This is an optimization exercise on Yosys and OpenROAD, whose aim is small area and a short achievable clock period, not a production implementation.
The RTL was checked by simulation tests, not by an equivalence proof against the original design.
No run shown here takes its clock network from TritonCTS; it comes from the design's own scripts or RTL.
The flow treats the clock pin as an ideal source. Dropping or thinning the clock tree relies on that and would not hold on a real chip.
Power figures rest on the tool's default switching activity, not on a simulated workload.

<file path="design/flow/flow/run.sh">
#!/bin/bash
# Standard layout with two changes:
#  - the port buffers are made from the smallest buffer (sky130_fd_sc_hd__buf_1)
#    instead of the resizer's default choice; timing repair still resizes any
#    of them that is on a critical path;
#  - the clock tree is a balanced two-level tree built by flow/cts_pre.tcl
#    (clk -> 4 buffers -> 8 buffers -> flip-flops, sinks clustered by
#    location) in place of TritonCTS's H-tree; the rest of the CTS step
#    (legalization, setup and hold repair) runs as usual.
set -euo pipefail
here=$(pwd)
export BUFFER_PORTS_ARGS="-buffer_cell sky130_fd_sc_hd__buf_1"
export PRE_CTS_TCL="$here/flow/cts_pre.tcl"
bash standard.sh > standard.log 2>&1
</file>
<file path="design/flow/flow/cts_pre.tcl">
# Build a balanced two-level clock tree by hand and turn TritonCTS off for
# this step: the clock port drives NL1 first-level buffers, each of them
# drives two leaf buffers, and each leaf buffer drives the flip-flops of one
# cluster (k-means on their placed locations).
set block [ord::get_db_block]
set db [ord::get_db]
set clknet [[$block findBTerm clk] getNet]
set leaf_master [$db findMaster sky130_fd_sc_hd__clkbuf_16]
set l1_master [$db findMaster sky130_fd_sc_hd__clkbuf_8]

set pts {}
foreach it [$clknet getITerms] {
  set inst [$it getInst]
  set box [$inst getBBox]
  lappend pts [list [expr {([$box xMin] + [$box xMax]) / 2.0}] [expr {([$box yMin] + [$box yMax]) / 2.0}] $it]
}
set nsink [llength $pts]
set NL1 [expr {min(4, max(1, int(ceil($nsink / 40.0))))}]
set NB [expr {2 * $NL1}]
puts "manual clock tree: $nsink sinks, $NB leaf buffers, $NL1 first-level buffers"

proc kmeans {pts k iters} {
  set xs {}; set ys {}
  foreach p $pts { lappend xs [lindex $p 0]; lappend ys [lindex $p 1] }
  set minx [tcl::mathfunc::min {*}$xs]; set maxx [tcl::mathfunc::max {*}$xs]
  set miny [tcl::mathfunc::min {*}$ys]; set maxy [tcl::mathfunc::max {*}$ys]
  # start on a grid of k/2 columns and 2 rows (or one row for k < 2)
  set cx {}; set cy {}
  set cols [expr {max(1, $k / 2)}]; set rows [expr {$k / $cols}]
  for {set i 0} {$i < $cols} {incr i} {
    for {set j 0} {$j < $rows} {incr j} {
      lappend cx [expr {$minx + ($i + 0.5) / $cols * ($maxx - $minx)}]
      lappend cy [expr {$miny + ($j + 0.5) / $rows * ($maxy - $miny)}]
    }
  }
  for {set iter 0} {$iter < $iters} {incr iter} {
    set grp [lrepeat $k {}]
    foreach p $pts {
      set best 0; set bd 1e18
      for {set c 0} {$c < $k} {incr c} {
        set dd [expr {abs([lindex $p 0] - [lindex $cx $c]) + abs([lindex $p 1] - [lindex $cy $c])}]
        if {$dd < $bd} { set bd $dd; set best $c }
      }
      lset grp $best [concat [lindex $grp $best] [list $p]]
    }
    for {set c 0} {$c < $k} {incr c} {
      set g [lindex $grp $c]
      if {[llength $g] == 0} continue
      set sx 0; set sy 0
      foreach p $g { set sx [expr {$sx + [lindex $p 0]}]; set sy [expr {$sy + [lindex $p 1]}] }
      lset cx $c [expr {$sx / [llength $g]}]; lset cy $c [expr {$sy / [llength $g]}]
    }
  }
  return [list $grp $cx $cy]
}

proc place_at {inst x y} {
  $inst setLocation [expr {int($x)}] [expr {int($y)}]
  $inst setPlacementStatus PLACED
}

lassign [kmeans $pts $NB 30] grp cx cy

# leaf buffers
set leaves {}
for {set c 0} {$c < $NB} {incr c} {
  set g [lindex $grp $c]
  if {[llength $g] == 0} continue
  set inst [odb::dbInst_create $block $leaf_master "clkleaf_$c"]
  set net [odb::dbNet_create $block "clknet_leaf_$c"]
  $net setSigType CLOCK
  foreach p $g { set it [lindex $p 2]; $it disconnect; $it connect $net }
  [$inst findITerm X] connect $net
  place_at $inst [lindex $cx $c] [lindex $cy $c]
  lappend leaves [list [lindex $cx $c] [lindex $cy $c] $inst]
  puts "  leaf $c: [llength $g] sinks"
}

# first level: cluster the leaf buffers
lassign [kmeans $leaves $NL1 30] lgrp lcx lcy
for {set c 0} {$c < $NL1} {incr c} {
  set g [lindex $lgrp $c]
  if {[llength $g] == 0} continue
  set inst [odb::dbInst_create $block $l1_master "clkl1_$c"]
  set net [odb::dbNet_create $block "clknet_l1_$c"]
  $net setSigType CLOCK
  [$inst findITerm A] connect $clknet
  [$inst findITerm X] connect $net
  foreach p $g { [[lindex $p 2] findITerm A] connect $net }
  place_at $inst [lindex $lcx $c] [lindex $lcy $c]
  puts "  first-level buffer $c: [llength $g] leaf buffers"
}
$clknet setSigType CLOCK

set_propagated_clock [all_clocks]

# the tree is built: CTS itself does nothing in this step
rename clock_tree_synthesis tritoncts_unused
proc clock_tree_synthesis {args} { puts "clock_tree_synthesis skipped: manual clock tree" }
</file>
<file path="design/flow/design.v">
module can_fd_rx (
    input  wire        clk,
    input  wire        rst,
    input  wire        fd_en,
    input  wire        pex_en,
    input  wire        rx_valid,
    input  wire        rx_bit,
    output reg         ev_hdr,
    output wire [28:0] hdr_ident,
    output reg         hdr_ide,
    output wire        hdr_rtr,
    output reg         hdr_fdf,
    output wire        hdr_brs,
    output wire        hdr_esi,
    output wire [3:0]  hdr_dlc,
    output reg  [6:0]  hdr_len,
    output reg         ev_word,
    output wire [3:0]  word_idx,
    output wire [31:0] word_data,
    output reg         ev_ack,
    output reg         ev_valid,
    output reg         ev_end,
    output reg         ev_eofdom,
    output reg         ev_pex,
    output reg         ev_err,
    output wire [3:0]  err_kind,
    output wire [4:0]  err_field
);
    localparam [4:0] F_BASE_ID     = 5'h01;
    localparam [4:0] F_RTR_SRR     = 5'h02;
    localparam [4:0] F_IDE         = 5'h03;
    localparam [4:0] F_EXT_ID      = 5'h04;
    localparam [4:0] F_RTR2        = 5'h05;
    localparam [4:0] F_FDF         = 5'h06;
    localparam [4:0] F_RES         = 5'h07;
    localparam [4:0] F_BRS         = 5'h08;
    localparam [4:0] F_ESI         = 5'h09;
    localparam [4:0] F_DLC         = 5'h0A;
    localparam [4:0] F_DATA        = 5'h0B;
    localparam [4:0] F_STUFF_COUNT = 5'h0C;
    localparam [4:0] F_CRC         = 5'h0D;
    localparam [4:0] F_CRC_DELIM   = 5'h0E;
    localparam [4:0] F_ACK         = 5'h0F;
    localparam [4:0] F_ACK_DELIM   = 5'h10;
    localparam [4:0] F_EOF         = 5'h11;
    localparam [2:0] E_STUFF       = 3'h3;
    localparam [2:0] E_FORM        = 3'h4;
    localparam [2:0] E_CRC         = 3'h5;
    localparam [2:0] E_STUFF_COUNT = 3'h6;
    localparam [14:0] POLY15 = 15'h4599;
    localparam [16:0] POLY17 = 17'h1685B;
    localparam [20:0] POLY21 = 21'h102899;
    reg v, b, fe, pe;
    always @(posedge clk) begin
        v  <= rx_valid;
        b  <= rx_bit;
        fe <= fd_en;
        pe <= pex_en;
    end
    reg        active;
    reg [4:0]  cur;         
    reg [8:0]  cnt;         
    reg        fresh;       
    reg [2:0]  run;         
    reg        last;        
    reg        dyn;         
    reg        stf;         
    reg [4:0]  sfield;      
    reg [2:0]  stuffc;      
    reg        scerr;       
    reg [14:0] crc15;
    reg [16:0] crc17;
    reg [20:0] crc21;
    reg [31:0] r;           
    reg        lbf;         
    reg        fin;         
    reg        crc_okr;     
    assign hdr_ident = r[28:0];
    assign hdr_rtr   = r[31];
    assign hdr_esi   = r[30];
    assign hdr_brs   = r[29];
    assign hdr_dlc   = cnt[8:5];
    assign word_data = r;
    assign word_idx  = cnt[8:5];
    assign err_kind  = {1'b0, hdr_len[2:0]};
    assign err_field = cur;
    wire in_bit = v & active;
    wire dbit   = in_bit & ~stf;         
    wire sbit   = in_bit & stf;          
    wire sof    = v & ~active & ~b;
    wire same   = (b == last);
    wire c_base   = (cur == F_BASE_ID);
    wire c_rtr1   = (cur == F_RTR_SRR);
    wire c_ide    = (cur == F_IDE);
    wire c_ext    = (cur == F_EXT_ID);
    wire c_rtr2   = (cur == F_RTR2);
    wire c_fdf    = (cur == F_FDF);
    wire c_res    = (cur == F_RES);
    wire c_brs    = (cur == F_BRS);
    wire c_esi    = (cur == F_ESI);
    wire c_dlc    = (cur == F_DLC);
    wire c_data   = (cur == F_DATA);
    wire c_sc     = (cur == F_STUFF_COUNT);
    wire c_crc    = (cur == F_CRC);
    wire c_crcdel = (cur == F_CRC_DELIM);
    wire c_ack    = (cur == F_ACK);
    wire c_ackdel = (cur == F_ACK_DELIM);
    wire c_eof    = (cur == F_EOF);
    wire c_msg    = ~cur[4] & ~(cur[3] & cur[2]);    
    wire c_crcs   = c_msg | c_sc | c_crc;            
    wire fd   = hdr_fdf;
    wire wide = hdr_len[6] | hdr_len[5] | (hdr_len[4] & (hdr_len[3] | hdr_len[2]));
    wire nf        = ~fresh;
    wire i_m4_3    = nf & (cnt[1:0] == 2'd2);       
    wire i_byte7   = nf & (cnt[2:0] == 3'd6);
    wire i_eof5    = nf & (cnt[2:0] == 3'd4);
    wire i_eof6    = nf & (cnt[2:0] == 3'd5);
    wire [8:0] cnt1 = fresh ? 9'd0 : cnt + 9'd1;
    wire [1:0] lane = fresh ? 2'd0 : (cnt[2:0] == 3'd7) ? cnt[4:3] + 2'd1 : cnt[4:3];
    wire z15 = (crc15 == 15'd0);
    wire z17 = (crc17 == 17'd0);
    wire z21 = (crc21 == 21'd0);
    wire crc_ok = fd ? (~scerr & (wide ? z21 : z17)) : z15;
    reg sc_exp;
    always @* begin
        if (fresh) sc_exp = stuffc[2];
        else case (cnt[1:0])
            2'd0:    sc_exp = stuffc[2] ^ stuffc[1];
            2'd1:    sc_exp = stuffc[1] ^ stuffc[0];
            default: sc_exp = stuffc[0];
        endcase
    end
    function [6:0] data_len;
        input [3:0] d;
        input       fd;
        input       remote;
        begin
            if (fd) begin
                case (d)
                    4'd9:    data_len = 7'd12;
                    4'd10:   data_len = 7'd16;
                    4'd11:   data_len = 7'd20;
                    4'd12:   data_len = 7'd24;
                    4'd13:   data_len = 7'd32;
                    4'd14:   data_len = 7'd48;
                    4'd15:   data_len = 7'd64;
                    default: data_len = {3'd0, d};
                endcase
            end else if (remote) begin
                data_len = 7'd0;
            end else if (d[3]) begin
                data_len = 7'd8;
            end else begin
                data_len = {3'd0, d};
            end
        end
    endfunction
    wire [3:0] dlc_n = {cnt[7:5], b};
    wire [6:0] len_n = data_len(dlc_n, fd, hdr_rtr);
    wire       len_z = fd ? (dlc_n == 4'd0) : (hdr_rtr | (dlc_n == 4'd0));
    wire f_dlc    = c_dlc & fin;
    wire f_data   = c_data & fin;
    wire end_data = (f_dlc & len_z) | f_data;
    wire f_crc    = c_crc & fin;
    reg pre_fin;
    always @* begin
        case (cur)
            F_BASE_ID:     pre_fin = nf & (cnt[3:0] == 4'd8);
            F_EXT_ID:      pre_fin = nf & (cnt[4:0] == 5'd15);
            F_DLC:         pre_fin = nf & (cnt[1:0] == 2'd1);
            F_STUFF_COUNT: pre_fin = nf & (cnt[1:0] == 2'd1);
            F_DATA:        pre_fin = nf & (cnt[2:0] == 3'd5) & lbf;
            F_CRC:         pre_fin = fd ? (cnt[4:0] == (wide ? 5'd22 : 5'd18))
                                        : nf & (cnt[3:0] == 4'd12);
            default:       pre_fin = 1'b0;
        endcase
    end
    wire x_fdf    = c_fdf & b & ~fe;                 
    wire x_res    = c_res & fd & b;                  
    wire x_bad    = x_fdf | x_res;
    wire x_form   = (c_crcdel | c_ackdel | (c_eof & ~i_eof6)) & ~b;
    wire x_crc    = c_ackdel & b & ~crc_okr;
    wire d_pex    = x_bad & pe;
    wire d_err    = (x_bad & ~pe) | x_form | x_crc;
    wire d_eofdom = c_eof & i_eof6 & ~b;
    wire d_end    = c_eof & i_eof6 & b;
    wire d_valid  = c_eof & i_eof5 & b;
    wire d_ack    = c_crcdel & b & crc_ok;
    wire d_hdr    = f_dlc;
    wire d_word   = c_data & i_byte7 & ((cnt[4:3] == 2'd3) | lbf);
    wire d_stop   = d_pex | d_err | d_eofdom | d_end;
    wire s_err    = sbit & same;                     
    reg [4:0] nxt;
    reg       adv;       
    always @* begin
        nxt = cur;
        adv = 1'b0;
        case (cur)
            F_BASE_ID:     begin nxt = F_RTR_SRR; adv = fin; end
            F_RTR_SRR:     begin nxt = F_IDE; adv = 1'b1; end
            F_IDE:         begin nxt = b ? F_EXT_ID : F_FDF; adv = 1'b1; end
            F_EXT_ID:      begin nxt = F_RTR2; adv = fin; end
            F_RTR2:        begin nxt = F_FDF; adv = 1'b1; end
            F_FDF:         begin nxt = (b | hdr_ide) ? F_RES : F_DLC; adv = ~x_fdf; end
            F_RES:         begin nxt = fd ? F_BRS : F_DLC; adv = ~x_res; end
            F_BRS:         begin nxt = F_ESI; adv = 1'b1; end
            F_ESI:         begin nxt = F_DLC; adv = 1'b1; end
            F_DLC:         begin nxt = len_z ? (fd ? F_STUFF_COUNT : F_CRC) : F_DATA; adv = fin; end
            F_DATA:        begin nxt = fd ? F_STUFF_COUNT : F_CRC; adv = f_data; end
            F_STUFF_COUNT: begin nxt = F_CRC; adv = fin; end
            F_CRC:         begin nxt = F_CRC_DELIM; adv = f_crc; end
            F_CRC_DELIM:   begin nxt = F_ACK; adv = b; end
            F_ACK:         begin nxt = F_ACK_DELIM; adv = 1'b1; end
            F_ACK_DELIM:   begin nxt = F_EOF; adv = b & crc_okr; end
            default:       begin nxt = cur; adv = 1'b0; end
        endcase
    end
    integer i;
    always @(posedge clk) begin
        if (rst) begin
            active    <= 1'b0;
            ev_hdr    <= 1'b0;
            ev_word   <= 1'b0;
            ev_ack    <= 1'b0;
            ev_valid  <= 1'b0;
            ev_end    <= 1'b0;
            ev_eofdom <= 1'b0;
            ev_pex    <= 1'b0;
            ev_err    <= 1'b0;
        end else begin
            if (sof)
                active <= 1'b1;
            else if (s_err || (dbit && d_stop))
                active <= 1'b0;
            ev_hdr    <= dbit & d_hdr;
            ev_word   <= dbit & d_word;
            ev_ack    <= dbit & d_ack;
            ev_valid  <= dbit & d_valid;
            ev_end    <= dbit & d_end;
            ev_eofdom <= dbit & d_eofdom;
            ev_pex    <= dbit & d_pex;
            ev_err    <= s_err | (dbit & d_err);
        end
        if (sof) begin
            cur   <= F_BASE_ID;
            fresh <= 1'b1;
        end else if (s_err) begin
            cur   <= sfield;
        end else if (dbit) begin
            if (adv) cur <= nxt;
            fresh <= adv & ~c_sc;
            cnt   <= c_dlc ? {dlc_n, cnt1[4:0]} : cnt1;
        end
        if (s_err)
            hdr_len[2:0] <= E_STUFF;
        else if (dbit && d_err)
            hdr_len[2:0] <= x_crc ? ((fd & scerr) ? E_STUFF_COUNT : E_CRC) : E_FORM;
        else if (dbit && f_dlc)
            hdr_len <= len_n;
        if (sof) begin
            run    <= 3'd1;
            last   <= 1'b0;
            dyn    <= 1'b1;
            stf    <= 1'b0;
            stuffc <= 3'd0;
        end else if (sbit) begin
            run    <= 3'd1;
            last   <= b;
            stf    <= 1'b0;
            if (dyn) stuffc <= stuffc + 3'd1;
        end else if (dbit) begin
            run    <= same ? run + 3'd1 : 3'd1;
            last   <= b;
            stf    <= (end_data & fd) | ((c_sc | c_crc) & fd & i_m4_3) |
                      (dyn & same & (run == 3'd4));
            if ((end_data & fd) | (f_crc & ~fd)) dyn <= 1'b0;
        end
        if (dbit)
            sfield <= (end_data & fd) ? F_STUFF_COUNT : cur;
        lbf <= ({1'b0, cnt[8:3]} + 7'd1 == hdr_len);
        crc_okr <= crc_ok;
        if (sof)
            fin <= 1'b0;
        else if (dbit)
            fin <= ~adv & pre_fin;
        if (!active) begin
            crc15 <= 15'd0;
            crc17 <= POLY17;
            crc21 <= POLY21;
        end else if (in_bit && c_crcs) begin
            if (!stf)
                crc15 <= {crc15[13:0], 1'b0} ^ ((b ^ crc15[14]) ? POLY15 : 15'd0);
            if (!stf || dyn) begin
                crc17 <= {crc17[15:0], 1'b0} ^ ((b ^ crc17[16]) ? POLY17 : 17'd0);
                crc21 <= {crc21[19:0], 1'b0} ^ ((b ^ crc21[20]) ? POLY21 : 21'd0);
            end
        end
        if (dbit && c_sc)
            scerr <= (fresh ? 1'b0 : scerr) | (b ^ sc_exp);
        if (!active) begin
            r[17:0]  <= 18'd0;
            r[30:29] <= 2'd0;
        end
        if (dbit && (c_rtr1 || c_rtr2)) r[31] <= b;
        if (dbit && c_esi) r[30] <= b;
        if (dbit && c_brs) r[29] <= b;
        if (dbit && (c_base || c_ext)) begin
            r[28:0] <= {r[27:0], b};
        end else if (dbit && c_data) begin
            for (i = 0; i < 4; i = i + 1) begin
                if (lane == i[1:0])
                    r[8*i +: 8] <= {r[8*i +: 7], b};
                else if (lane < i[1:0])
                    r[8*i +: 8] <= {r[8*i +: 7], 1'b0};
            end
        end
        if (dbit) begin
            if (c_ide) hdr_ide <= b;
            if (c_fdf) hdr_fdf <= b;
        end
    end
endmodule
</file>
<file path="design/flow/constraint.sdc">
create_clock -name core_clock -period 5.0 [get_ports {clk}]
set_input_delay 1.0000 -clock core_clock [delete_from_list [all_inputs] [get_ports {clk}]]
set_output_delay 1.0000 -clock core_clock [all_outputs]
set_load 0.01 [all_outputs]
</file>
<file path="design/flow/config.mk">
export PLATFORM = sky130hd
export DESIGN_NAME = can_fd_rx
export DESIGN_NICKNAME = can_fd_rx
export VERILOG_FILES = /design/flow/design.v
export SDC_FILE = /design/flow/constraint.sdc
export NUM_CORES = 4
export LEC_CHECK = 0
export ABC_AREA = 1
export CAP_MARGIN = 20
export CORE_MARGIN = 2
export CORE_UTILIZATION = 40
export PLACE_DENSITY = 0.6
export SETUP_SLACK_MARGIN = 3.1
export SLEW_MARGIN = 20
</file>
<file path="design/flow/standard.sh">
#!/bin/bash
# synth_recipe.tcl (not shown) runs the flow's synth.tcl, then flattens the netlist and writes it again
# the make line also repeats each setting of config.mk as NAME=value (left out here)
make -C /OpenROAD-flow-scripts/flow DESIGN_CONFIG=/design/flow/config.mk WORK_HOME=/design/flow/orfs CLKGATE_MAP_FILE= SYNTH_SCRIPT=/design/flow/synth_recipe.tcl "${@:-finish}"
</file>
==> impl_metrics.tcl, run 1 <==
set metrics [dict create \
    max-vdd-ir-drop_mv 0.314 \
    path_clk_slew_ns 0.08 \
    arrival_ns 2.08 \
    grt-ovfl-total 0 \
    cp-start-kind "register" \
    cpPeakStageDelay_ns 0.45 \
    die_x_um 136 \
    relSlewSlack 0.368 \
    worstSetupEndpointType "register" \
    tightest_slew_ns 0.945 \
    grt_setup_unrepaired "true" \
    row_count 48 \
    die_height_um 136 \
    crit_family "compound AO/OA/AOI/OAI gates" \
    boundaryPins 104 \
    finalCriticalPeriod_ns 1.90 \
    grt_pass1_wl_um 28600 \
    drcViolationCount 0 \
    area_delta_synth_final_pct 17.7 \
    slew_violations 0 \
    ys_warn_count 1 \
    hp-class "register to register" \
    avgSynthCellArea_um2 7.67 \
    core_area_um2 17200 \
    postRouteAntennaNets 0 \
    fill_cells 1746 \
    leakage_nw 3.26 \
    viasPerCell 5.14 \
    grt_max_degree 48 \
    p_per_area_nw_per_um2 344 \
    async_flop_share 0 \
    hold_viol_final 0 \
    regArea_um2 3160 \
    fmax_ghz 0.527 \
    path_cells "ha_4 > ha_4 > inv_4 > o21ai_2 > a21oi_2 > buf_4 > o21ai_4 > inv_2 > a21oi_4 > clkbuf_16 > o21ai_0" \
    synth_top_area_cell "dfxtp_1" \
    tns_ns 0 \
    required_ns 5.18 \
    drt_iter0_markers 442 \
    multi_input_area_um2 3260 \
    gp_congestion 0.940 \
    synth_commonest_cells "nand2_1 (193), dfxtp_1 (108), inv_1 (85)" \
    synthTopCellsByArea "dfxtp_1 (31%), edfxtp_1 (14%), nand2_1 (10%), a21oi_1 (5.4%), buf_4 (4.9%)" \
    status "no timing/DRC/antenna violations" \
    fin_nets 1021 \
    crit_type "register to register" \
    synth_flop_cell "dfxtp_1" \
    path_buf_inv 4 \
    hpwl_um 12500 \
    yosysTopAreaCellShare 0.309 \
    fin_crit_sh 0.379 \
    ys_seq_area_frac 0.446 \
    grt_pass1_vias 5569 \
    post_drt_wl_per_cell_um 15.3 \
    netlist_instances 913 \
    setup_viol 0 \
    synth_edf_count 32 \
    syn_area_um2 7000 \
    first_pass_iters 7 \
    ys_ff_latch 140 \
    io_buffers 102 \
    antenna_found_initial 1 \
    fin_hold_ws_ns 0.416 \
    num_vias 6307 \
    start_util 0.408 \
    skew_ns 0.0727 \
    track_usage 0.190 \
    die_area_um2 18600 \
    worstPathMaxFanout 8 \
    routed_wl_um 18700 \
    worst_path_max_delay_cell "edfxtp_1" \
    drive_above_1_share 0.160 \
    netlist-cell-type-count 43 \
    yosysMostFrequentCell "nand2_1" \
    maxCapViolCount 0 \
    clock_latency_ns 0.32 \
    diodes 0 \
    syn_nets 929 \
    path_common_cell "ha_4" \
]
area by class of cell:
cell class,count,share of cell area
timing repair inverter,2,0.00182
sequential,140,0.384
buffer,12,0.0310
inverter,91,0.0443
multi-input combinational,602,0.396
tap,225,0.0342
timing repair buffer,156,0.109
repair_timing:
item | CTS | global route
pin swaps | 3 | 6
setup buffers | 27 | 22
hold buffers | 0 | 0
gates cloned | 3 | 2
gates resized for setup | 36 | 63
setup endpoints to repair | 124 | 87
cells in the final DEF, fill, tap and decap left out, types with 10 or more instances in the layout:
master and count:
nor2_1 75, dfxtp_2 13, nand2_1 186, nand3_1 50, o21ai_0 52, nand4_1 13, clkbuf_2 10, dfxtp_1 89
clkbuf_16 10, buf_4 46, buf_1 91, edfxtp_1 32, a21oi_1 74, nor4_1 11, nor3_1 20, xor2_1 26
inv_1 77
metal layers:
| metal | part of all wire | wire (um) | global-route usage | vias to the layer above |
|---|---|---|---|---|
| met3 | 0.068 | 1270 | 0.0205 | 39 |
| met4 | 0.024 | 444 | 0.0498 | 0 |
| met5 | 0 | 0 | 0 | - |
| met1 | 0.45 | 8480 | 0.265 | 2877 |
| li1 | - | - | - | 3132 |
| met2 | 0.46 | 8540 | 0.313 | 259 |
state kept, by name (all words and copies together) (netlist names), 3 cells and up:
signal and flops:
run 3, sfield 5, cur 5, stuffc 3
crc15 15, r 32, cnt 9, crc17 17
crc21 21, hdr_len 7
tightest hold or removal path: cells and delay by family (launching register included):
family             cells  cell delay (ns)
AOI/OAI and AO/OA      1             0.05
DFF                    1             0.32
and+or+nand+nor        1             0.06
power by group:
part           switching [W]  leakage [nW]  internal, W
Clock               0.000345         0.127     0.000357
Sequential          0.000107          1.18      0.00125
Combinational       0.000492          1.95     0.000286
Total               0.000943          3.26      0.00189
logic make-up (layout without fill, tap and decap cells):
logic type	after synthesis	count (layout)	share of synthesized area
xor+xnor	35	35	0.0449
fa+ha+maj	10	10	0.0179
flops	140	140	0.446
simple gates	396	397	0.247
compound gates	159	159	0.125
buf+inv	172	261	0.119
other cells	1	1	0.000536
per-stage QoR:
stage / worst slack [ns] / utilization / cells / cell area [um^2] / total power [W]
after floorplan: 3.18 / - / 913 / 7020 / 0.00182
after global placement: 2.53 / 0.420 / 1162 / 7210 / 0.00198
after detailed placement: 2.55 / 0.420 / 1162 / 7210 / 0.00197
after CTS: 3.07 / 0.456 / 1204 / 7830 / 0.00277
after global routing: 3.02 / 0.480 / 1228 / 8240 / 0.00299
final: 3.10 / 0.480 / 1228 / 8240 / 0.00284
final timing paths:
kind / startpoint / endpoint / slack (ns) / cells past startpoint
worst max-delay path: cnt[0] / r[0] / 3.10 / 11
worst min-delay path: crc17[6] / crc17[7] / 0.42 / 2
worst max register to register: cnt[0] / r[0] / 3.10 / 11
worst min register to register: crc17[6] / crc17[7] / 0.42 / 2
==> run 2: changes to the inputs <==
--- a/design/flow/config.mk
+++ b/design/flow/config.mk
@@ -10,5 +10,6 @@
 export CORE_MARGIN = 2
 export CORE_UTILIZATION = 40
 export PLACE_DENSITY = 0.6
-export SETUP_SLACK_MARGIN = 3.1
+export SETUP_SLACK_MARGIN = 3.0
 export SLEW_MARGIN = 20
+export TNS_END_PERCENT = 50
==> run 2 against run 1 <==
- still clean on timing, DRC and antenna
- die area stayed put
- sequential power about the same
- synthesized cell count is the same
- register-to-register slack worse by 0.10 ns
- critical path type is now register to primary output
==> impl_metrics.tcl, run 2 <==
set metrics [dict create \
    fmax_ghz 0.473 \
    required_ns 4.00 \
    path_clk_slew_ns 0.08 \
    die_area_um2 18600 \
    path_cells "buf_1" \
    final_common_cell "nand2_1" \
    top_register "r" \
    io_buffers 102 \
    area_delta_synth_final_pct 11.5 \
    clock_latency_ns 0.29 \
    p_int_w 0.00183 \
    regArea_um2 3140 \
    grt_max_degree 48 \
    fill_cells 1769 \
    num_vias 6121 \
    tightest_slew_ns 1.05 \
    netlist-cell-type-count 43 \
    worstPathMaxFanout 11 \
    boundaryPins 104 \
    clkPwrFrac 0.258 \
    diodes 0 \
    viasPerCell 5.10 \
    arrival_ns 1.12 \
    finalCriticalPeriod_ns 2.12 \
    tns_ns 0 \
    grt_pass1_vias 5378 \
    placed_area_um2 7200 \
    core_area_um2 17200 \
    async_flop_share 0 \
    multi_input_area_um2 3160 \
    syn_nets 929 \
    p_sw_frac 0.329 \
    status "no timing/DRC/antenna violations" \
    routed_wl_um 18000 \
    grt_pass1_wl_um 28000 \
    combPwrFrac 0.246 \
    grt-ovfl-total 0 \
    cpPeakStageDelay_ns 0.62 \
    antenna_found_initial 0 \
    drt_iter0_markers 364 \
    postLayoutCellArea_um2 7810 \
    skew_ns 0.0226 \
    maxCapViolCount 0 \
    track_usage 0.184 \
    largestRegisters "r: 32 flops, crc21: 21 flops, crc17: 17 flops" \
    grt_setup_unrepaired "true" \
    hp-class "register to register" \
    synth_commonest_cells "nand2_1 (193), dfxtp_1 (108), inv_1 (85)" \
    share_seq_of_total_power 0.496 \
    yosysMostFrequentCell "nand2_1" \
    final_cell_mix "nand2_1 (190), buf_1 (102), dfxtp_1 (101)" \
    crit_family "flip-flops" \
    hpwl_um 12400 \
    worst_path_max_delay_cell "edfxtp_1" \
    stdcell_count 1201 \
    p_per_area_nw_per_um2 349 \
    path_buf_inv 1 \
    slew_violations 0 \
    fin_crit_sh 0.423 \
    gp_congestion 0.955 \
    yosysTopAreaCellShare 0.309 \
    synth_edf_count 32 \
    drcViolationCount 0 \
    netlist_instances 913 \
    start_util 0.408 \
    first_pass_iters 5 \
    postRouteAntennaNets 0 \
    crit_type "register to primary output" \
    cp-start-kind "register" \
    row_count 48 \
    die_x_um 136 \
    synth_top_area_cell "dfxtp_1" \
    drive_above_1_share 0.0953 \
    cts_hold_buffers 0 \
    avgSynthCellArea_um2 7.67 \
    largest_reg_flops 32 \
    synthTopCellsByArea "dfxtp_1 (31%), edfxtp_1 (14%), nand2_1 (10%), a21oi_1 (5.4%), buf_4 (4.9%)" \
    post_drt_wl_per_cell_um 15.0 \
    relSlewSlack 0.297 \
    setup_viol 0 \
    hold_viol_final 0 \
    ys_seq_area_frac 0.446 \
    dp_cells 1162 \
    syn_area_um2 7000 \
    ys_warn_count 1 \
    worstSetupEndpointType "primary output" \
    die_height_um 136 \
    max-vdd-ir-drop_mv 0.184 \
    p_switching_w 0.000898 \
    fin_nets 994 \
    ys_ff_latch 140 \
    leakage_nw 3.04 \
    synth_flop_cell "dfxtp_1" \
]
-- run 2: changes by cell type in the layout (fill, tap and decap cells not counted), sizes merged --
cell / change
clkinvlp: -1
buf: -15
inv: +1
clkbuf: -12
-- run 2: cell type report --
| cell class | instances | share of cell area |
|---|---|---|
| repair inverters | 2 | 0.00192 |
| inverters | 91 | 0.0457 |
| well taps | 225 | 0.0361 |
| multi-input cells | 602 | 0.404 |
| repair buffers | 129 | 0.0776 |
| flip-flops and latches | 140 | 0.402 |
| plain buffers | 12 | 0.0327 |
-- run 2: metrics by stage --
step	worst slack (ns)	hold WS, ns	utilization	total power [W]
2_1_floorplan	3.03	0.422	-	0.00182
3_3_place_gp	2.51	0.445	0.419	0.00196
3_5_place_dp	2.47	0.447	0.419	0.00196
4_1_cts	2.86	0.460	0.447	0.00270
5_1_grt	2.83	0.484	0.455	0.00288
6_report	2.88	0.460	0.455	0.00273
-- run 2: cell families (layout without fill, tap and decap cells) --
family	Yosys count	after routing	synth area share
XOR/XNOR	35	35	0.0449
AO/OA/AOI/OAI	159	159	0.125
buffers and inverters	172	234	0.119
other	1	1	0.000536
adder cells (fa/ha/maj)	10	10	0.0179
AND/OR/NAND/NOR	396	397	0.247
flip-flops	140	140	0.446
-- run 2: what timing repair did --
item,in CTS,in global routing
gates cloned,2,1
pin swaps,2,0
setup buffers,17,7
resized for setup,17,23
endpoints found under the setup margin,103,95
-- run 2: worst min-delay path: cells and delay by family, from the launching register on --
kind            cells  cell delay (ns)
compound gates      1             0.05
flops               1             0.32
buf+inv             1             0.05
-- run 2: path summary, 6_finish.rpt --
kind / startpoint / to / slack (ns) / cells past startpoint
min: crc15[4] / crc15[4] / 0.46 / 2
max reg2reg: fresh / r[7] / 3.00 / 10
max: cnt[5] / hdr_dlc[0] / 2.88 / 1
min reg2reg: crc15[4] / crc15[4] / 0.46 / 2
-- run 2: routing by layer --
metal / vias up / GRT usage / share of wire / wire length, um
li1: 3085 / - / - / -
met1: 2841 / 0.267 / 0.47 / 8390
met2: 173 / 0.304 / 0.46 / 8320
met3: 22 / 0.0160 / 0.054 / 974
met4: 0 / 0.0313 / 0.017 / 305
met5: - / 0 / 0 / 0
-- run 2: power by group through the flow --
stage	logic, W	clock network, W	registers, W
5_1_grt	0.000747	0.000764	0.00136
3_5_place_dp	0.000589	0	0.00137
4_1_cts	0.000633	0.000725	0.00135
6_report	0.000669	0.000703	0.00135
3_3_place_gp	0.000595	0	0.00137
2_1_floorplan	0.000477	0	0.00134
==> run 3: changes to the inputs <==
--- a/design/flow/config.mk
+++ b/design/flow/config.mk
@@ -12,4 +12,4 @@
 export PLACE_DENSITY = 0.6
 export SETUP_SLACK_MARGIN = 3.0
 export SLEW_MARGIN = 20
-export TNS_END_PERCENT = 50
+export TNS_END_PERCENT = 10
==> run 3 against run 2 <==
- still clean on timing, DRC and antenna
- setup slack worse by 0.030 ns
- wire length decreased by 1.1%
- clock skew increased by 0.00075 ns
- power fell by 1.3%
- register-to-register slack got worse by 0.15 ns
- first-iteration DRC count down 6.9%
- via count decreased by 0.77%
- utilization decreased by 0.68 points
- clock power is essentially flat
- combinational power down 4.3%
- critical path depth increased by 9
- sequential cell count did not move
- critical endpoint is now cur[3]
- largest power group unchanged
- highest routed layer unchanged
==> impl_metrics.tcl, run 3 <==
set metrics [dict create \
    grt_max_degree 48 \
    required_ns 5.18 \
    layout_setup_ws_ns 2.85 \
    diodes 0 \
    maxCapViolCount 0 \
    clkPwrFrac 0.261 \
    total_power_w 0.00269 \
    postRouteAntennaNets 0 \
    core_area_um2 17200 \
    crit_type "register to register" \
    largest_reg_flops 32 \
    final_cell_mix "nand2_1 (191), dfxtp_1 (103), buf_1 (102)" \
    synthTopCellsByArea "dfxtp_1 (31%), edfxtp_1 (14%), nand2_1 (10%), a21oi_1 (5.4%), buf_4 (4.9%)" \
    grt_setup_unrepaired "true" \
    io_buffers 102 \
    pre_cts_ws_ns 2.47 \
    yosysMostFrequentCell "nand2_1" \
    first_pass_iters 5 \
    p_switching_w 0.000876 \
    antenna_found_initial 0 \
    slew_violations 0 \
    gp_congestion 0.955 \
    leakage_nw 3.00 \
    tightest_slew_ns 1.04 \
    fin_crit_sh 0.429 \
    area_delta_synth_final_pct 9.83 \
    hold_viol_final 0 \
    finalCriticalPeriod_ns 2.15 \
    num_vias 6074 \
    clock_latency_ns 0.29 \
    grt_pass1_vias 5375 \
    fill_cells 1782 \
    max-vdd-ir-drop_mv 0.184 \
    path_clk_slew_ns 0.09 \
    netlist-cell-type-count 43 \
    p_sw_frac 0.326 \
    r2r_start "b" \
    reg2reg_to "cur[3]" \
    synth_commonest_cells "nand2_1 (193), dfxtp_1 (108), inv_1 (85)" \
    status "no timing/DRC/antenna violations" \
    worst_path_max_delay_cell "dfxtp_2" \
    async_flop_share 0 \
    synth_edf_count 32 \
    netlist_instances 913 \
    skew_ns 0.0234 \
    synth_top_area_cell "dfxtp_1" \
    share_seq_of_total_power 0.501 \
    path_cells "buf_4 > inv_1 > o21ai_0 > nand2_1 > nor2_1 > nand3_1 > nand2_1 > nand2_1 > nor2_1 > nor2_1" \
    ys_warn_count 1 \
    syn_nets 929 \
    row_count 48 \
    drt_iter0_markers 339 \
    boundaryPins 104 \
    relSlewSlack 0.304 \
    tns_ns 0 \
    synth_flop_cell "dfxtp_1" \
    worstSetupEndpointType "register" \
    regArea_um2 3130 \
    die_height_um 136 \
    grt-ovfl-total 0 \
    largestRegisters "r: 32 flops, crc21: 21 flops, crc17: 17 flops" \
    avgSynthCellArea_um2 7.67 \
    drcViolationCount 0 \
    hpwl_um 12400 \
    ys_ff_latch 140 \
    setup_viol 0 \
    grt_pass1_wl_um 27900 \
    hp-class "register to register" \
    final_common_cell "nand2_1" \
    worstSetupStartpoint "b" \
    fmax_ghz 0.466 \
    ff2ff_path_depth 10 \
    multi_input_area_um2 3100 \
    post_drt_wl_per_cell_um 14.9 \
    worstPathMaxFanout 15 \
    fin_nets 988 \
    arrival_ns 2.32 \
    p_per_area_nw_per_um2 350 \
    routed_wl_um 17800 \
    cp-endpoint "cur[3]" \
    yosysTopAreaCellShare 0.309 \
    start_util 0.408 \
    ys_seq_area_frac 0.446 \
    worst-r2r-setup-slack_ns 2.85 \
    cp-start-kind "register" \
    die_x_um 136 \
    cpPeakStageDelay_ns 0.54 \
    syn_area_um2 7000 \
    top_register "r" \
    die_area_um2 18600 \
    p_int_w 0.00181 \
    combPwrFrac 0.238 \
    viasPerCell 5.08 \
    track_usage 0.184 \
    drive_above_1_share 0.0763 \
]
-- run 3: power by group through the flow --
| stage | Clock, W | Combinational [W] | Sequential (W) |
|---|---|---|---|
| 2_1_floorplan | 0 | 0.000477 | 0.00134 |
| 3_3_place_gp | 0 | 0.000595 | 0.00137 |
| 3_5_place_dp | 0 | 0.000589 | 0.00137 |
| 4_1_cts | 0.000725 | 0.000632 | 0.00135 |
| 5_1_grt | 0.000764 | 0.000719 | 0.00136 |
| 6_report | 0.000702 | 0.000640 | 0.00135 |
-- run 3: area by class of cell --
class,count,area share
buffer,12,0.0332
timing repair buffer,123,0.0729
inverter,91,0.0459
multi-input combinational,602,0.403
tap,225,0.0366
sequential,140,0.407
timing repair inverter,2,0.00163
-- run 3: worst min-delay path by stage --
stage                  start  endpoint  slack (ns)  cells past startpoint
floorplan                 pe    ev_pex        0.42                      2
global placement    crc15[4]  crc15[4]        0.45                      2
detailed placement  crc15[4]  crc15[4]        0.45                      2
CTS                 crc15[4]  crc15[4]        0.46                      2
global route        crc15[5]  crc15[5]        0.48                      2
finish              crc15[4]  crc15[4]        0.46                      2
-- run 3: per-layer routing --
layer / GRT usage / share of wire / up-vias
met3: 0.0160 / 0.048 / 22
li1: - / - / 3072
met2: 0.304 / 0.46 / 160
met4: 0.0313 / 0.018 / 0
met1: 0.266 / 0.47 / 2820
met5: 0 / 0 / -
-- run 3: kinds of logic after synthesis --
family	share of synthesized area
AND/OR/NAND/NOR	0.247
buffers and inverters	0.119
adder cells (fa/ha/maj)	0.0179
flip-flops	0.446
XOR/XNOR	0.0449
AO/OA/AOI/OAI	0.125
other	0.000536
-- run 3: repair_timing --
action / in CTS / in global routing
hold buffers: 0 / 0
cloned: 2 / 1
endpoints found under the setup margin: 103 / 97
pin swaps: 2 / 0
resized for setup: 14 / 7
setup buffers: 17 / 1
-- run 3: critical path: cells and delay by family, from the launching register on --
family                 cells  cell delay, ns
buffers and inverters      2            0.48
AOI/OAI and AO/OA          1            0.23
DFF                        1            0.54
and+or+nand+nor            7            0.76
-- run 3: through the flow --
step / instance area (um^2) / instances / utilization / hold WS [ns]
finish: 7690 / 1195 / 0.448 / 0.459
global route: 7690 / 1195 / 0.448 / 0.484
CTS: 7660 / 1193 / 0.446 / 0.460
detailed placement: 7200 / 1162 / 0.419 / 0.447
global placement: 7200 / 1162 / 0.419 / 0.445
floorplan: 7000 / 913 / - / 0.422
==> run 4: changes to the inputs <==
--- a/design/flow/config.mk
+++ b/design/flow/config.mk
@@ -12,4 +12,3 @@
 export PLACE_DENSITY = 0.6
 export SETUP_SLACK_MARGIN = 3.0
 export SLEW_MARGIN = 20
-export TNS_END_PERCENT = 10
==> run 4 against run 3 <==
- combinational power rose by 8.4%
- register-to-register slack improved by 0.25 ns
- setup slack improved by 0.23 ns
- clock skew down 0.0018 ns
- largest cell class is now multi-input gates
- largest power group unchanged
==> impl_metrics.tcl, run 4 <==
set metrics [dict create \
    syn_nets 929 \
    final_common_cell "nand2_1" \
    status "no timing/DRC/antenna violations" \
    required_ns 4.00 \
    first_pass_iters 5 \
    synthAdderAreaFrac 0.0179 \
    worst-r2r-setup-slack_ns 3.10 \
    grt_setup_unrepaired "false" \
    cts_hold_buffers 0 \
    fin_hold_ws_ns 0.458 \
    top_register "r" \
    worst_path_max_delay_cell "edfxtp_1" \
    start_util 0.408 \
    core_area_um2 17200 \
    crit_type "register to primary output" \
    row_count 48 \
    dp_cells 1162 \
    viasPerCell 5.09 \
    yosysTopAreaCellShare 0.309 \
    num_vias 6192 \
    ys_ff_latch 140 \
    fin_crit_sh 0.384 \
    avgSynthCellArea_um2 7.67 \
    die_x_um 136 \
    synthXorXnorAreaFrac 0.0449 \
    die_height_um 136 \
    maxCapViolCount 0 \
    fmax_ghz 0.520 \
    synth_top_family_by_area "simple AND/OR/NAND/NOR gates" \
    netlist_instances 913 \
    p_per_area_nw_per_um2 345 \
    track_usage 0.185 \
    largestRegisters "r: 32 flops, crc21: 21 flops, crc17: 17 flops" \
    fill_cells 1753 \
    syn_area_um2 7000 \
    routed_wl_um 18200 \
    ys_warn_count 1 \
    synth-compound-area-share 0.125 \
    synthTopCellsByArea "dfxtp_1 (31%), edfxtp_1 (14%), nand2_1 (10%), a21oi_1 (5.4%), buf_4 (4.9%)" \
    hpwl_um 12400 \
    hold_viol_final 0 \
    yosys.area_share.simple 0.247 \
    diodes 0 \
    stdcell_count 1216 \
    drt_iter0_markers 386 \
    total_power_w 0.00275 \
    slew_violations 0 \
    path_clk_slew_ns 0.08 \
    skew_ns 0.0216 \
    leakage_nw 3.13 \
    ys_seq_area_frac 0.446 \
    die_area_um2 18600 \
    cpPeakStageDelay_ns 0.46 \
    tightest_slew_ns 1.07 \
    path_cells "buf_1" \
    synth_top_area_cell "dfxtp_1" \
    finalCriticalPeriod_ns 1.92 \
    relSlewSlack 0.284 \
    worstSetupEndpointType "primary output" \
    hp-class "register to register" \
    gp_congestion 0.955 \
    tns_ns 0 \
    synth_flop_cell "dfxtp_1" \
    final_cell_mix "nand2_1 (188), buf_1 (102), dfxtp_1 (101)" \
    synth_commonest_cells "nand2_1 (193), dfxtp_1 (108), inv_1 (85)" \
    antenna_found_initial 0 \
    boundaryPins 104 \
    largest_reg_flops 32 \
    post_drt_wl_per_cell_um 15.0 \
    cp-start-kind "register" \
    grt_max_degree 48 \
    arrival_ns 0.92 \
    setup_viol 0 \
    io_buffers 102 \
    netlist-cell-type-count 43 \
    synth_edf_count 32 \
    max-vdd-ir-drop_mv 0.186 \
    clock_latency_ns 0.29 \
    drcViolationCount 0 \
    fin_nets 1009 \
    grt-ovfl-total 0 \
    yosysMostFrequentCell "nand2_1" \
    synth.mux.area_fraction 0 \
    async_flop_share 0 \
    crit_family "flip-flops" \
    grt_pass1_vias 5399 \
    path_buf_inv 1 \
    worstPathMaxFanout 3 \
    area_delta_synth_final_pct 14.0 \
    drive_above_1_share 0.117 \
    grt_pass1_wl_um 28000 \
    postRouteAntennaNets 0 \
]
==> run 4: cell types whose count changed in the layout (fill, tap and decap cells not counted), moves of 3 or more <==
cell     previous run  this run
nor2_1             79        76
dfxtp_4             0         4
ha_1               10         6
o21ai_0            56        52
inv_1              82        79
ha_2                0         3
buf_4              19        38
nand2_1           191       188
==> run 4: area by class of cell <==
cell class | instances | area (um^2) | share of cell area
timing repair inverter | 2 | 12.5 | 0.00157
inverter | 91 | 359 | 0.0450
buffer | 12 | 255 | 0.0320
timing repair buffer | 144 | 739 | 0.0927
tap | 225 | 282 | 0.0353
multi-input combinational | 602 | 3190 | 0.400
sequential | 140 | 3140 | 0.394
==> run 4: final timing paths <==
check                   from         end  cells past startpoint
hold / removal      crc15[4]    crc15[4]                      2
setup / recovery  hdr_len[5]  hdr_len[5]                      1
setup reg to reg      cnt[0]        r[2]                     12
hold reg to reg     crc15[4]    crc15[4]                      2
==> run 4: timing repair <==
item                       in CTS  in global routing
pin swaps                       2                  3
buffers inserted               20                 18
setup endpoints to repair     103                 81
gates cloned                    2                  2
resized for setup              18                 41
==> run 4: kinds of logic (layout without fill, tap and decap cells) <==
logic type | count (synthesis) | after routing
AND/OR/NAND/NOR | 396 | 397
flip-flops | 140 | 140
XOR/XNOR | 35 | 35
AO/OA/AOI/OAI | 159 | 159
adder cells (fa/ha/maj) | 10 | 10
other | 1 | 1
buffers and inverters | 172 | 249
==> run 4: where the power goes <==
part	switching [W]	internal (W)	leakage [nW]	total (W)
clock	0.000344	0.000358	0.127	0.000702
sequential	0.000112	0.00124	1.17	0.00136
combinational	0.000449	0.000245	1.83	0.000694
total	0.000905	0.00185	3.13	0.00275
==> run 4: through the flow <==
stage               utilization  cell area, um^2  worst slack, ns
CTS                       0.448             7700             2.89
floorplan                     -             7000             3.03
global route              0.465             7980             2.96
detailed placement        0.419             7200             2.47
global placement          0.419             7200             2.51
finish                    0.465             7980             3.08
==> run 4: metal layers <==
metal | vias up | wire length, um | track usage
met3 | 20 | 1010 | 0.0160
met5 | - | 0 | 0
met4 | 0 | 297 | 0.0313
li1 | 3112 | - | -
met2 | 190 | 8530 | 0.306
met1 | 2870 | 8380 | 0.266
==> run 5: changes to the inputs <==
--- a/design/flow/config.mk
+++ b/design/flow/config.mk
@@ -10,5 +10,5 @@
 export CORE_MARGIN = 2
 export CORE_UTILIZATION = 40
 export PLACE_DENSITY = 0.6
-export SETUP_SLACK_MARGIN = 3.0
+export SETUP_SLACK_MARGIN = 2.95
 export SLEW_MARGIN = 20
==> run 5 against run 4 <==
- still clean
- wire length fell by 1.8%
- sequential power about the same
- worst hold slack is essentially flat
- via count is 0.87% lower
- sequential cell count unchanged
- synthesized area did not move
- setup slack got worse by 0.046 ns
- critical path type unchanged
==> impl_metrics.tcl, run 5 <==
set metrics [dict create \
    status "no timing/DRC/antenna violations" \
    synth_flop_cell "dfxtp_1" \
    maxCapViolCount 0 \
    slew_violations 0 \
    synthAdderAreaFrac 0.0179 \
    setup_viol 0 \
    hold_viol_final 0 \
    crit_family "flip-flops" \
    synth_top_family_by_area "simple AND/OR/NAND/NOR gates" \
    arrival_ns 0.97 \
    yosysMostFrequentCell "nand2_1" \
    hp-class "register to register" \
    relSlewSlack 0.295 \
    avgSynthCellArea_um2 7.67 \
    fmax_ghz 0.508 \
    top_register "r" \
    cpPeakStageDelay_ns 0.49 \
    leakage_nw 3.08 \
    gp_congestion 0.955 \
    area_delta_synth_final_pct 12.4 \
    die_x_um 136 \
    netlist-cell-type-count 43 \
    yosysTopAreaCellShare 0.309 \
    worst_path_max_delay_cell "edfxtp_1" \
    drive_above_1_share 0.103 \
    synthTopCellsByArea "dfxtp_1 (31%), edfxtp_1 (14%), nand2_1 (10%), a21oi_1 (5.4%), buf_4 (4.9%)" \
    drcViolationCount 0 \
    final_cell_mix "nand2_1 (189), buf_1 (102), dfxtp_1 (101)" \
    start_util 0.408 \
    r2r_start "cnt[0]" \
    grt-ovfl-total 0 \
    largest_reg_flops 32 \
    path_clk_slew_ns 0.08 \
    tns_ns 0 \
    cts_hold_buffers 0 \
    boundaryPins 104 \
    viasPerCell 5.07 \
    ys_warn_count 1 \
    core_area_um2 17200 \
    row_count 48 \
    max-vdd-ir-drop_mv 0.186 \
    synth-compound-area-share 0.125 \
    routed_wl_um 17900 \
    tightest_slew_ns 1.05 \
    antenna_found_initial 0 \
    worstSetupStartpoint "cnt[6]" \
    synth_commonest_cells "nand2_1 (193), dfxtp_1 (108), inv_1 (85)" \
    total_power_w 0.00272 \
    die_height_um 136 \
    path_cells "buf_1" \
    drt_iter0_markers 347 \
    grt_pass1_vias 5379 \
    p_per_area_nw_per_um2 346 \
    crit_type "register to primary output" \
    yosys.area_share.simple 0.247 \
    first_pass_iters 5 \
    clock_latency_ns 0.29 \
    worstPathMaxFanout 6 \
    synth_top_area_cell "dfxtp_1" \
    min-delay-start "crc15[4]" \
    grt_setup_unrepaired "false" \
    layout_setup_ws_ns 3.03 \
    pre_cts_ws_ns 2.47 \
    diodes 0 \
    synth.mux.area_fraction 0 \
    final_common_cell "nand2_1" \
    die_area_um2 18600 \
    post_drt_wl_per_cell_um 14.8 \
    num_vias 6138 \
    required_ns 4.00 \
    cp-start-kind "register" \
    fin_nets 1003 \
    ys_ff_latch 140 \
    synth_edf_count 32 \
    netlist_instances 913 \
    syn_area_um2 7000 \
    syn_nets 929 \
    async_flop_share 0 \
    fin_crit_sh 0.393 \
    worstSetupEndpointType "primary output" \
    track_usage 0.184 \
    ys_seq_area_frac 0.446 \
    postRouteAntennaNets 0 \
    path_buf_inv 1 \
    skew_ns 0.0224 \
    finalCriticalPeriod_ns 1.97 \
    grt_pass1_wl_um 27900 \
    grt_max_degree 48 \
    io_buffers 102 \
    synthXorXnorAreaFrac 0.0449 \
    hpwl_um 12400 \
    largestRegisters "r: 32 flops, crc21: 21 flops, crc17: 17 flops" \
]
-- run 5: cell counts after synthesis --
No cell type changed its count.
-- run 5: metrics by stage --
step,util,hold slack (ns),instances,instance area (um^2)
2_1_floorplan,-,0.422,913,7000
3_3_place_gp,0.419,0.445,1162,7200
3_5_place_dp,0.419,0.447,1162,7200
4_1_cts,0.447,0.460,1193,7670
5_1_grt,0.458,0.484,1210,7870
6_report,0.458,0.458,1210,7870
-- run 5: final cells by class --
class / instances / area (um^2)
multi-input combinational: 602 / 3140
timing repair inverter: 1 / 7.51
fill: 1765 / 9310
timing repair buffer: 139 / 684
tap: 225 / 282
buffer: 12 / 255
sequential: 140 / 3140
inverter: 91 / 357
-- run 5: path summary, 6_finish.rpt --
path,to,slack (ns),cells after the start
max reg2reg,r[7],3.09,12
min,crc15[4],0.46,2
min reg2reg,crc15[4],0.46,2
max,hdr_dlc[1],3.03,1
-- run 5: per-layer routing --
| metal | share of wire | vias to the layer above | GRT usage |
|---|---|---|---|
| li1 | - | 3100 | - |
| met1 | 0.47 | 2848 | 0.266 |
| met2 | 0.46 | 170 | 0.304 |
| met3 | 0.054 | 20 | 0.0160 |
| met4 | 0.016 | 0 | 0.0313 |
| met5 | 0 | - | 0 |
-- run 5: logic make-up (layout without fill, tap and decap cells) --
| family | Yosys count | in the layout |
|---|---|---|
| simple gates | 396 | 397 |
| buf+inv | 172 | 243 |
| compound gates | 159 | 159 |
| flops | 140 | 140 |
| xor+xnor | 35 | 35 |
| fa+ha+maj | 10 | 10 |
| other cells | 1 | 1 |
-- run 5: where the power goes --
group          leakage [nW]  internal (W)  switching [W]
logic                  1.78      0.000229       0.000439
clock network         0.127      0.000358       0.000344
registers              1.17       0.00124       0.000111
-- run 5: worst reg2reg max path: cells and delay by family (launching register included) --
family,cells,cell delay (ns)
AO/OA/AOI/OAI,5,0.55
adder cells (fa/ha/maj),2,0.37
buffers and inverters,4,0.45
flip-flops,1,0.39
AND/OR/NAND/NOR,1,0.06
-- run 5: timing repair --
action                                 CTS  global route
cloned                                   2             0
setup buffers                           17            17
pin swaps                                2             2
endpoints found under the hold margin    0             0
setup endpoints to repair               90            79
gates resized for setup                 15            26
==> run 6: changes to the inputs <==
--- a/design/flow/config.mk
+++ b/design/flow/config.mk
@@ -10,5 +10,5 @@
 export CORE_MARGIN = 2
 export CORE_UTILIZATION = 40
 export PLACE_DENSITY = 0.6
-export SETUP_SLACK_MARGIN = 2.95
+export SETUP_SLACK_MARGIN = 3.05
 export SLEW_MARGIN = 20
==> run 6 against run 5 <==
- synthesized cell count is the same
- sequential share of layout area down 0.81 points
- global-route usage grew 0.37 points
- worst hold slack better by 0.0034 ns
- critical endpoint is now hdr_len[6]
- largest cell class unchanged
- fmax is 3.8% higher
- design area grew 2.4%
- first-iteration DRC count rose by 14%
- synthesized area unchanged
==> impl_metrics.tcl, run 6 <==
set metrics [dict create \
    yosysMostFrequentCell "nand2_1" \
    path_buf_inv 1 \
    top_layer_used "met4" \
    grt-ovfl-total 0 \
    fin_nets 1007 \
    die_x_um 136 \
    ys_seq_area_frac 0.446 \
    yosysTopAreaCellShare 0.309 \
    tightest_slew_ns 0.994 \
    postLayoutCellArea_um2 8060 \
    synth_flop_cell "dfxtp_1" \
    final_util 0.469 \
    clock_latency_ns 0.29 \
    die_height_um 136 \
    leakage_nw 3.19 \
    core_area_um2 17200 \
    p_per_area_nw_per_um2 345 \
    drt_iter0_markers 395 \
    postRouteAntennaNets 0 \
    top_register "r" \
    netlist_instances 913 \
    worst-r2r-setup-slack_ns 3.11 \
    ff2ff_path_depth 10 \
    r2r_start "cnt[3]" \
    hpwl_um 12500 \
    final_cell_mix "nand2_1 (186), buf_1 (102), dfxtp_1 (96)" \
    skew_ns 0.0213 \
    drive_above_1_share 0.125 \
    wl_met1_um 8130 \
    die_area_um2 18600 \
    worstSetupEndpointType "primary output" \
    netlist-cell-type-count 43 \
    boundaryPins 104 \
    multi_input_area_um2 3240 \
    track_usage 0.188 \
    avgSynthCellArea_um2 7.67 \
    reg2reg_to "r[4]" \
    hp-class "register to register" \
    finalCriticalPeriod_ns 1.90 \
    ys_ff_latch 140 \
    post_drt_wl_per_cell_um 15.1 \
    grt_max_degree 48 \
    grt_pass1_wl_um 28400 \
    viasPerCell 5.15 \
    fin_crit_sh 0.379 \
    tns_ns 0 \
    synth_commonest_cells "nand2_1 (193), dfxtp_1 (108), inv_1 (85)" \
    largest_reg_flops 32 \
    worstSetupStartpoint "hdr_len[6]" \
    ys_warn_count 1 \
    status "no timing/DRC/antenna violations" \
    path_cells "buf_1" \
    drcViolationCount 0 \
    holdPathEnd "stuffc[2]" \
    start_util 0.408 \
    gp_congestion 0.949 \
    path_clk_slew_ns 0.08 \
    total_power_w 0.00278 \
    cpPeakStageDelay_ns 0.44 \
    cp-start-kind "register" \
    first_pass_iters 5 \
    num_vias 6248 \
    hold_viol_final 0 \
    diodes 0 \
    min_path_cells 2 \
    grt_pass1_vias 5602 \
    placed_area_um2 7200 \
    fmax_ghz 0.527 \
    worstPathMaxFanout 3 \
    met2_length_um 8520 \
    regArea_um2 3150 \
    min-delay-start "stuffc[2]" \
    synth_edf_count 32 \
    area_delta_synth_final_pct 15.0 \
    slew_violations 0 \
    final_common_cell "nand2_1" \
    worst_path_max_delay_cell "edfxtp_1" \
    routed-wl-met3_um 1290 \
    arrival_ns 0.90 \
    fill_cells 1746 \
    largestRegisters "r: 32 flops, crc21: 21 flops, crc17: 17 flops" \
    routed_wl_um 18300 \
    required_ns 4.00 \
    crit_family "flip-flops" \
    setup_viol 0 \
    crit_type "register to primary output" \
    relSlewSlack 0.335 \
    grt_setup_unrepaired "true" \
    async_flop_share 0 \
    cts_hold_buffers 0 \
    syn_area_um2 7000 \
    io_buffers 102 \
    maxCapViolCount 0 \
    synthTopCellsByArea "dfxtp_1 (31%), edfxtp_1 (14%), nand2_1 (10%), a21oi_1 (5.4%), buf_4 (4.9%)" \
    row_count 48 \
    synth_top_area_cell "dfxtp_1" \
    syn_nets 929 \
    max-vdd-ir-drop_mv 0.209 \
    antenna_found_initial 0 \
]
[run 6: changes by cell type in the layout (fill, tap and decap cells not counted), moves of 2 or more]
cell / before / now
nor3_4: 2 / 4
nor2_1: 77 / 75
ha_1: 9 / 7
nand2_1: 189 / 186
dfxtp_2: 4 / 8
o21ai_1: 5 / 3
inv_4: 0 / 2
inv_1: 81 / 79
o21ai_2: 2 / 4
clkbuf_16: 8 / 10
nor2_4: 3 / 5
nand2_4: 2 / 6
dfxtp_1: 101 / 96
[run 6: cell families (layout without fill, tap and decap cells)]
group,count (synthesis),in the layout,share of synthesized area
xor+xnor,35,35,0.0449
fa+ha+maj,10,10,0.0179
flops,140,140,0.446
compound gates,159,159,0.125
simple gates,396,397,0.247
other cells,1,1,0.000536
buf+inv,172,247,0.119
[run 6: through the flow]
step                      std cells  setup WS, ns  hold WS (ns)
after floorplan                 913          3.07         0.422
after global placement         1162          2.45         0.448
after detailed placement       1162          2.52         0.451
after CTS                      1195          3.00         0.463
after global routing           1214          3.03         0.489
final                          1214          3.10         0.461
[run 6: repair_timing]
item | 4_1_cts | 5_1_grt
endpoints found under the setup margin | 110 | 51
cloned | 2 | 2
gates resized for setup | 26 | 46
pin swaps | 2 | 2
setup buffers | 19 | 16
[run 6: where the power goes]
group          total (W)  switching (W)  internal [W]
sequential       0.00135       0.000104       0.00124
clock           0.000701       0.000343      0.000358
combinational   0.000730       0.000478      0.000252
[run 6: layout make-up]
class,count,area share
inverters,91,0.0449
repair buffers,143,0.0946
multi-input cells,602,0.402
well taps,225,0.0349
repair inverters,1,0.000932
flip-flops and latches,140,0.391
plain buffers,12,0.0317
[run 6: how the worst max path moves through the flow]
stage	to	slack, ns	cells after the start
after CTS	r[0]	3.00	10
final	hdr_len[6]	3.10	1
after detailed placement	hdr_len[0]	2.52	9
after floorplan	hdr_len[0]	3.07	10
after global routing	r[4]	3.03	11
after global placement	hdr_len[2]	2.45	6
[run 6: per-layer routing]
layer / vias up / track usage
met4: 0 / 0.0486
met3: 35 / 0.0291
met5: - / 0
met1: 2882 / 0.258
li1: 3096 / -
met2: 235 / 0.308
==> run 7: changes to the inputs <==
--- a/design/flow/config.mk
+++ b/design/flow/config.mk
@@ -9,6 +9,6 @@
 export CAP_MARGIN = 20
 export CORE_MARGIN = 2
 export CORE_UTILIZATION = 40
-export PLACE_DENSITY = 0.6
+export PLACE_DENSITY = 0.75
 export SETUP_SLACK_MARGIN = 3.05
 export SLEW_MARGIN = 20
==> run 7 against run 6 <==
- first-iteration DRC count up 12%
- clock power down 1%
- sequential power is essentially flat
- critical path type is now register to register
==> impl_metrics.tcl, run 7 <==
set metrics [dict create \
    status "no timing/DRC/antenna violations" \
    drive_above_1_share 0.121 \
    synthTopCellsByArea "dfxtp_1 (31%), edfxtp_1 (14%), nand2_1 (10%), a21oi_1 (5.4%), buf_4 (4.9%)" \
    total_power_w 0.00276 \
    cts_hold_buffers 0 \
    netlist-cell-type-count 43 \
    fin_nets 1005 \
    arrival_ns 2.10 \
    hold_viol_final 0 \
    largest_reg_flops 32 \
    ys_ff_latch 140 \
    worstSetupEndpointType "register" \
    grt_pass1_vias 5541 \
    boundaryPins 104 \
    relSlewSlack 0.330 \
    ys_warn_count 1 \
    fmax_ghz 0.523 \
    slew_violations 0 \
    synth_edf_count 32 \
    worstPathMaxFanout 5 \
    hp-class "register to register" \
    skew_ns 0.0206 \
    required_ns 5.19 \
    drt_iter0_markers 443 \
    drcViolationCount 0 \
    top_register "r" \
    ys_seq_area_frac 0.446 \
    syn_nets 929 \
    tightest_slew_ns 1.00 \
    cp-start-kind "register" \
    hpwl_um 12000 \
    num_vias 6276 \
    gp_congestion 0.994 \
    syn_area_um2 7000 \
    yosysMostFrequentCell "nand2_1" \
    io_buffers 102 \
    path_clk_slew_ns 0.09 \
    yosysTopAreaCellShare 0.309 \
    start_util 0.408 \
    fin_crit_sh 0.383 \
    die_height_um 136 \
    grt_pass1_wl_um 27600 \
    synth_flop_cell "dfxtp_1" \
    track_usage 0.180 \
    maxCapViolCount 0 \
    async_flop_share 0 \
    synth_commonest_cells "nand2_1 (193), dfxtp_1 (108), inv_1 (85)" \
    post_drt_wl_per_cell_um 14.8 \
    die_area_um2 18600 \
    final_cell_mix "nand2_1 (189), buf_1 (101), dfxtp_1 (98)" \
    ff2ff_path_depth 11 \
    regArea_um2 3140 \
    routed_wl_um 18000 \
    synth_top_area_cell "dfxtp_1" \
    multi_input_area_um2 3240 \
    max-vdd-ir-drop_mv 0.209 \
    row_count 48 \
    diodes 0 \
    area_delta_synth_final_pct 15.5 \
    final_common_cell "nand2_1" \
    avgSynthCellArea_um2 7.67 \
    grt_setup_unrepaired "true" \
    setup_viol 0 \
    netlist_instances 913 \
    postRouteAntennaNets 0 \
    largestRegisters "r: 32 flops, crc21: 21 flops, crc17: 17 flops" \
    crit_type "register to register" \
    viasPerCell 5.18 \
    antenna_found_initial 0 \
    p_per_area_nw_per_um2 342 \
    die_x_um 136 \
    first_pass_iters 5 \
    tns_ns 0 \
    min_path_cells 2 \
    grt-ovfl-total 0 \
    fill_cells 1677 \
    grt_max_degree 48 \
    clock_latency_ns 0.29 \
    leakage_nw 3.18 \
    core_area_um2 17200 \
    finalCriticalPeriod_ns 1.91 \
]
run 7: cell counts after synthesis:
No cell type changed its count.
run 7: final timing paths:
kind | from | end | slack (ns)
hold reg to reg | crc15[0] | crc15[0] | 0.46
hold / removal | crc15[0] | crc15[0] | 0.46
setup reg to reg | cnt[1] | r[1] | 3.09
setup / recovery | cnt[1] | r[1] | 3.09
run 7: cell families after synthesis:
| family | synth area share |
|---|---|
| AO/OA/AOI/OAI | 0.125 |
| XOR/XNOR | 0.0449 |
| adder cells (fa/ha/maj) | 0.0179 |
| buffers and inverters | 0.119 |
| flip-flops | 0.446 |
| other | 0.000536 |
| AND/OR/NAND/NOR | 0.247 |
run 7: report_power, final:
| part | switching (W) | internal [W] | leakage (nW) |
|---|---|---|---|
| clock | 0.000336 | 0.000358 | 0.127 |
| combinational | 0.000457 | 0.000261 | 1.88 |
| sequential | 0.000110 | 0.00124 | 1.17 |
| total | 0.000903 | 0.00186 | 3.18 |
run 7: stage by stage:
stage                      util  hold slack, ns  cells  setup WS [ns]  area, um^2
after global placement    0.419           0.446   1162           2.38        7200
after global routing      0.471           0.482   1212           2.97        8090
after CTS                 0.453           0.462   1198           3.05        7770
after floorplan               -           0.422    913           3.07        7010
after detailed placement  0.419           0.450   1162           2.28        7200
final                     0.471           0.461   1212           3.09        8090
run 7: routing by layer:
metal	vias to the layer above	share of wire	track usage
met3	28	0.062	0.0194
met4	0	0.020	0.0370
met1	2928	0.44	0.249
li1	3095	-	-
met5	-	0	0
met2	225	0.48	0.306
run 7: layout make-up:
| type | instances | share of cell area |
|---|---|---|
| sequential | 140 | 0.389 |
| timing repair buffer | 140 | 0.0980 |
| timing repair inverter | 2 | 0.00186 |
| tap | 225 | 0.0348 |
| inverter | 91 | 0.0438 |
| buffer | 12 | 0.0316 |
| multi-input combinational | 602 | 0.401 |
run 7: worst max-delay path, cell delays in order, from the launching register on:
cell and delay [ns]:
edfxtp_1 0.43, ha_4 0.18, ha_4 0.15, inv_4 0.04, o21ai_2 0.12, a21oi_2 0.06
buf_4 0.15, o21ai_4 0.14, inv_2 0.08, a21oi_4 0.24, clkbuf_16 0.21, o21ai_2 0.04
run 7: what timing repair did:
item / 4_1_cts / 5_1_grt
cloned: 4 / 3
gates resized for setup: 31 / 44
endpoints found under the setup margin: 129 / 65
pin swaps: 3 / 2
buffers inserted: 20 / 11

## static timing again, ports no longer ideal
How much do the figures lean on ideal ports? The routed layouts below were timed once more, with nothing changed but the port constraints.
Step 1 sets driving cells, clkbuf_16 on the clock port and buf_2 on the other inputs (assumed; they add their load-dependent delay and slew).
Step 2 also shifts input and output timing later by t, the mid clock arrival at the registers, as if the neighbouring blocks saw the same clock.
a / b / c = no drivers / after step 1 / after step 2; a / b = the first two.
run | shift t [ns] | slack for setup (ns) | worst slew at a driven data input, ns
run 1 | 0.353 | 3.103 / 3.039 / 3.100 | 0.04
run 2 | 0.352 | 2.884 / 2.814 / 2.998 | 0.05
run 3 | 0.351 | 2.853 / 2.816 / 2.853 | 0.04
run 4 | 0.352 | 3.079 / 3.010 / 3.082 | 0.04
run 5 | 0.352 | 3.033 / 2.963 / 3.075 | 0.04
run 6 | 0.357 | 3.104 / 3.028 / 3.076 | 0.05
run 7 | 0.350 | 3.086 / 3.019 / 3.080 | 0.05
After both steps setup and hold are still met in every run listed. For run 6, which loses most, drivers alone change the setup slack by -0.076 ns; drivers and shift together by -0.028 ns.
